What follows belongs to an exercise in optimizing a design on an open flow for small area, a short achievable clock period and few clock cycles per item; a production flow would make more cautious choices. Function was checked by simulation only, so behaviour that the tests miss may differ from the original. No driver is modelled on the clock port, so clocking that relies on it looks cheaper here than on a real chip.

== v6 ==
==> flow/design.v (excerpt) <==
module sage_enc (
    input  wire        clk,
    input  wire        rst,
    input  wire        in_valid,
    output wire        in_ready,
    input  wire [11:0] in_sample,
    input  wire [3:0]  in_mode,
    input  wire [3:0]  in_range,
    input  wire [7:0]  in_flags,
    input  wire [5:0]  in_chg_index,
    output wire        out_valid,
    input  wire        out_ready,
    output wire [31:0] out_data,
    output wire        out_last
);
Size: ~5000 cells after synthesis, roughly 1200 flip-flops, ~73 I/O pins, roughly 0.059 mm^2 of cells after synthesis.
==> flow/config.mk <==
export PLATFORM = sky130hd
export DESIGN_NAME = sage_enc
export DESIGN_NICKNAME = sage_enc
export VERILOG_FILES = /design/flow/design.v
export SDC_FILE = /design/flow/constraint.sdc
export NUM_CORES = 4
export LEC_CHECK = 0
export CAP_MARGIN = 20
export CORE_MARGIN = 2
export CORE_UTILIZATION = 50
export CTS_BUF_LIST = sky130_fd_sc_hd__clkbuf_16
export CTS_CLUSTER_DIAMETER = 80
export CTS_CLUSTER_SIZE = 20
export GPL_ROUTABILITY_DRIVEN = 1
export PLACE_DENSITY = 0.65
export SLEW_MARGIN = 20
==> flow/constraint.sdc <==
create_clock -name core_clock -period 15.0 [get_ports {clk}]
set_input_delay 3.0000 -clock core_clock [delete_from_list [all_inputs] [get_ports {clk}]]
set_output_delay 3.0000 -clock core_clock [all_outputs]
set_load 0.01 [all_outputs]
standard.sh (not shown) runs the stock make flow with config.mk's settings and CLKGATE_MAP_FILE= SYNTH_SCRIPT=/design/flow/synth_recipe.tcl, a recipe that flattens the netlist after the stock synthesis.
==> flow/flow/run.sh <==
#!/bin/bash
# The standard layout (the standard.sh: unchanged synthesis and steps)
# with three hooks:
#  - after global placement, flow/ports.tcl sizes the buffers that
#    buffer_ports put on the input and output ports to buf_4;
#  - after clock tree synthesis, flow/rt.tcl runs a setup repair with a
#    margin, then legalises the placement again;
#  - after global routing, flow/grt.tcl repeats that repair with global-route
#    parasitics and re-routes the changed nets incrementally.
# make's full output goes to standard_flow.log; each ORFS step keeps its own
# log under orfs/logs/.
set -euo pipefail
export POST_GLOBAL_PLACE_TCL="$PWD/flow/ports.tcl"
export POST_CTS_TCL="$PWD/flow/rt.tcl"
export POST_GLOBAL_ROUTE_TCL="$PWD/flow/grt.tcl"
bash standard.sh > standard_flow.log 2>&1
==> flow/flow/grt.tcl <==
# After global routing: repair setup timing again, now with global-route
# parasitics and the same margin, then legalise and re-route the changed
# nets incrementally, as ORFS's own global-route repair does.
estimate_parasitics -global_routing
repair_timing -setup -setup_margin 11.0 -verbose
global_route -start_incremental
detailed_placement
global_route -end_incremental
check_placement -verbose
estimate_parasitics -global_routing
write_guides $::env(RESULTS_DIR)/route.guide
==> flow/flow/ports.tcl <==
# Size the buffers that buffer_ports put on the input and output ports
# (everything but the clock) to a plain buf_4.
set block [ord::get_db_block]
set nswap 0
foreach bterm [$block getBTerms] {
  set net [$bterm getNet]
  if {$net == "NULL"} { continue }
  if {[$net getSigType] == "CLOCK" || [$bterm getName] == "clk"} { continue }
  foreach iterm [$net getITerms] {
    set inst [$iterm getInst]
    set mname [[$inst getMaster] getName]
    if {[string match "sky130_fd_sc_hd__*buf*" $mname] && $mname != "sky130_fd_sc_hd__buf_4"} {
      replace_cell [get_cells [$inst getName]] sky130_fd_sc_hd__buf_4
      incr nswap
    }
  }
}
puts "ports.tcl: resized $nswap port buffers"
==> flow/flow/rt.tcl <==
# After clock tree synthesis: repair setup timing with a setup margin, so
# that paths longer than the clock period less the margin get resized or
# buffered (the constraints themselves are unchanged), then legalise again.
estimate_parasitics -placement
repair_timing -setup -setup_margin 11.0 -verbose
detailed_placement
check_placement -verbose
Testbench counts of v6, summed over its fixed seeds: cycles 66,400, blocks 1,024.
The following lists how v30 was set up differently from v6:
--- a/flow/design.v
+++ b/flow/design.v
@@ -180,23 +180,21 @@
     reg [3:0] e_blk;
     integer ee;
     always @(*) begin
         e_blk = 4'd0;
         for (ee = 0; ee < 11; ee = ee + 1)
             if (vf[ee])
                 e_blk = ee[3:0] + 4'd1;
     end
     wire w_last = iv && ilast;
     wire p_is_l = p_mode[3];
-    localparam integer NROW = (D + 7) / 8;
-    reg  [NROW-1:0] rrow;
-    reg  [7:0] rcol;
+    reg  [6:0] rptr;
     reg  [5:0] ridx;
     reg        r_v;
     reg [11:0] r_x;
     reg        r_first, r_last;
     reg  [3:0] a_mode, a_exp;   
     wire       r_cons;
     wire       r_free   = !r_v || r_cons;
     wire       readable = (ridx != 6'd0) || p_new || dec1;
     wire       rd       = r_free && readable;
     wire       r_start  = rd && (ridx == 6'd0);
@@ -226,47 +224,39 @@
             else if (r_start)
                 p_new <= 1'b0;
             r_early <= r_start && dec1;
         end
     end
     reg  [11:0] rdata;
     integer ri;
     always @(*) begin
         rdata = 12'd0;
         for (ri = 0; ri < D; ri = ri + 1)
-            rdata = rdata | (mem[ri] & {12{rrow[ri / 8] & rcol[ri % 8]}});
+            rdata = rdata | (mem[ri] & {12{rptr == ri}});
     end
     always @(posedge clk) begin
         if (rd) begin
             r_x     <= rdata;
             r_first <= (ridx == 6'd0);
             r_last  <= (ridx == 6'd63);
         end
         if (r_start || r_early) begin
             a_mode <= (dec2 || r_early) ? d_mode : p_mode;
             a_exp  <= (dec2 || r_early) ? d_exp : (dec1 ? e_blk : p_exp);
         end
         if (rst) begin
-            rrow <= {{(NROW-1){1'b0}}, 1'b1};
-            rcol <= 8'd1;
+            rptr <= 7'd0;
             ridx <= 6'd0;
             r_v  <= 1'b0;
         end else begin
             if (rd) begin
-                if (rrow[(D - 1) / 8] && rcol[(D - 1) % 8]) begin
-                    rrow <= {{(NROW-1){1'b0}}, 1'b1};
-                    rcol <= 8'd1;
-                end else begin
-                    rcol <= {rcol[6:0], rcol[7]};
-                    if (rcol[7])
-                        rrow <= {rrow[NROW-2:0], rrow[NROW-1]};
-                end
+                rptr <= (rptr == D - 1) ? 7'd0 : rptr + 7'd1;
                 ridx <= ridx + 6'd1;
             end
             if (rd)
                 r_v <= 1'b1;
             else if (r_cons)
                 r_v <= 1'b0;
         end
     end
     wire [6:0] occ_i  = occ + {6'd0, iv};
     wire [6:0] occ_n  = rd ? occ_i - 7'd1 : occ_i;
Min setup slack across v30 and v6: v30
On final critical path time including I/O delays and setup, v30 does worse than v6.
Looking at synthesized net count, v30 sits 20 higher than v6 does.
v6 -> v30: final-report max-slew violation count delta 0, exact match
v6 has a lower portion of netlist area occupied by mux cells than v30.
v30 -> v6: average cell area after synthesis flat
Cmp v30 and v6 / number of instances in the synthesized netlist / higher: v30
Between v30 and v6, the difference in mapped cell area is negligible.
Testbench counts of v30, summed over its fixed seeds: cycles 66,400, blocks 1,024.

## re-timing with driven ports
Ports are ideal in the flow. The routed layouts listed here were re-timed in OpenROAD. Step 1, drivers: a clkbuf_16 drives clk and a buf_2 each remaining input, both assumed. Step 2 adds t to the input delays and takes it off the output delays; t is the mean of the earliest and latest rising clock arrival at the registers after step 1. Input paths then give back, and output paths get back, about the clock's delay inside the block. Slacks: no drivers / after step 1 / after step 2; pairs: no drivers / after step 1.
run | t (ns) | slack for setup (ns) | worst setup path after step 2
v6 | 0.778 | 10.775 / 10.694 / 10.400 | input to register
v30 | 0.772 | 10.758 / 10.697 / 10.500 | input to register
After both steps every run listed still meets setup and hold. For v6, which loses most, drivers alone change the setup slack by -0.081 ns; drivers and shift together by -0.375 ns.
